Source: an optimization exercise on an open RTL-to-GDS flow (aim: small area, a short achievable clock period and few clock cycles). Production flows keep margins and buffers that such runs may drop.

==> run Y: inputs <==
Design chz_hash_core, start of the top module:
module chz_hash_core (
  input  wire          clk,
  input  wire          rst,           
  input  wire          in_valid,
  output wire          in_ready,
  input  wire          in_first,      
  input  wire          in_mode,       
  input  wire [1023:0] in_block,      
  output reg           out_valid,
  output wire [383:0]  out_digest
);
  function automatic [31:0] rotr32(input [31:0] x, input integer n);
    rotr32 = (x >> n) | (x << (32 - n));
  endfunction
  function automatic [63:0] rotr64(input [63:0] x, input integer n);
    rotr64 = (x >> n) | (x << (64 - n));
  endfunction
  function automatic [63:0] big_sigma0(input m, input [63:0] x);
    reg [63:0] r5;
    reg [31:0] r2;
    r5 = rotr64(x, 28) ^ rotr64(x, 34) ^ rotr64(x, 39);
    r2 = rotr32(x[31:0], 2) ^ rotr32(x[31:0], 13) ^ rotr32(x[31:0], 22);
    big_sigma0 = {r5[63:32], m ? r5[31:0] : r2};
  endfunction
  function automatic [63:0] big_sigma1(input m, input [63:0] x);
    reg [63:0] r5;
    reg [31:0] r2;
    r5 = rotr64(x, 14) ^ rotr64(x, 18) ^ rotr64(x, 41);
    r2 = rotr32(x[31:0], 6) ^ rotr32(x[31:0], 11) ^ rotr32(x[31:0], 25);
    big_sigma1 = {r5[63:32], m ? r5[31:0] : r2};
  endfunction
  function automatic [63:0] small_sigma0(input m, input [63:0] x);
    reg [63:0] r5;
    reg [31:0] r2;
    r5 = rotr64(x, 1) ^ rotr64(x, 8) ^ (x >> 7);
    r2 = rotr32(x[31:0], 7) ^ rotr32(x[31:0], 18) ^ (x[31:0] >> 3);
    small_sigma0 = {r5[63:32], m ? r5[31:0] : r2};
  endfunction
  function automatic [63:0] small_sigma1(input m, input [63:0] x);
    reg [63:0] r5;
    reg [31:0] r2;
    r5 = rotr64(x, 19) ^ rotr64(x, 61) ^ (x >> 6);
    r2 = rotr32(x[31:0], 17) ^ rotr32(x[31:0], 19) ^ (x[31:0] >> 10);
    small_sigma1 = {r5[63:32], m ? r5[31:0] : r2};
  endfunction
  function automatic [63:0] iv(input m, input [2:0] i);
    if (m) begin
      case (i)
        3'd0: iv = 64'hcbbb9d5dc1059ed8;
        3'd1: iv = 64'h629a292a367cd507;
        3'd2: iv = 64'h9159015a3070dd17;
        3'd3: iv = 64'h152fecd8f70e5939;
  ...
Settings: LEC_CHECK=0, CAP_MARGIN=20, CORE_MARGIN=2, CORE_UTILIZATION=40, SETUP_SLACK_MARGIN=5, SLEW_MARGIN=20, SYNTH_MEMORY_MAX_BITS=16384; clock period 12.0 ns.
run.sh (not shown) runs the stock make flow with config.mk's settings and CLKGATE_MAP_FILE= SYNTH_SCRIPT=/design/flow/synth_recipe.tcl, a recipe that flattens the netlist after the stock synthesis.
==> inputs of run H, as changes to run Y <==
==> flow/flow/run.sh (new file) <==
#!/bin/bash
set -euo pipefail
bash standard.sh SETUP_SLACK_MARGIN=7 finish > standard.log 2>&1
==> flow/standard.sh (new file) <==
#!/bin/bash
# synth_recipe.tcl (not shown) runs the flow's synth.tcl, then flattens the netlist and writes it again
# the make line also repeats each setting of config.mk as NAME=value (left out here)
make -C /OpenROAD-flow-scripts/flow DESIGN_CONFIG=/design/flow/config.mk WORK_HOME=/design/flow/orfs CLKGATE_MAP_FILE= SYNTH_SCRIPT=/design/flow/synth_recipe.tcl "${@:-finish}"
- SETUP_SLACK_MARGIN: 5 -> unset
removed: flow/run.sh
==> impl_metrics.yaml <==
outcome:
  status: "no timing/DRC/antenna violations"
global_routing:
  grt_pass1_wl_um: 1090000
  grt_pass1_vias: 113000
  use_met1: 0.579
route:
  viasPerCell: 6.41
  met2_length_um: 339000
layout:
  areaGrowthSynthToFinish_pct: 25.7
clock_network:
  clock_latency_ps: 1000
worst_hold_path:
  hold_path_startpoint: "w[94]"
timing:
  finalCritPeriodShare: 0.438
(the above is from run H)
==> impl_metrics.yaml <==
outcome:
  status: "no timing/DRC/antenna violations"
layout:
  areaGrowthSynthToFinish_pct: 21.7
clock_network:
  clock_latency_ps: 970
global_routing:
  use_met1: 0.578
  grt_pass1_vias: 112000
timing:
  finalCritPeriodShare: 0.583
route:
  met2_length_um: 334000
worst_hold_path:
  hold_path_startpoint: "w[69]"
(the above is from run Y)
Function was not checked in any run of this note: the RTL went through the layout flow alone.

separate check: timing with driven ports:
How much do the figures lean on ideal ports? The routed layouts below were timed once more, with nothing changed but the port constraints. Step 1 (the two cells are an assumption about what drives the block):
set clk [get_ports {clk}]
set_driving_cell -lib_cell sky130_fd_sc_hd__clkbuf_16 $clk
set_driving_cell -lib_cell sky130_fd_sc_hd__buf_2 [delete_from_list [all_inputs] $clk]
Step 2, shift: input delay + t, output delay - t, t = (earliest + latest rising clock arrival at the registers) / 2. This alone moves slack from input paths to output paths. Three values: no drivers, after step 1, after step 2; two values: the first two.
run	t, ns	setup WS [ns]	worst data-port slew with drivers (ns)	pins driven straight from the clock port
run Y	1.046	5.006 / 5.006 / 5.006	0.67	1
run H	1.097	6.738 / 6.628 / 5.978	0.72	1
After both steps setup and hold are still met in every run listed. For run H, which loses most, drivers alone change the setup slack by -0.110 ns; drivers and shift together by -0.760 ns.
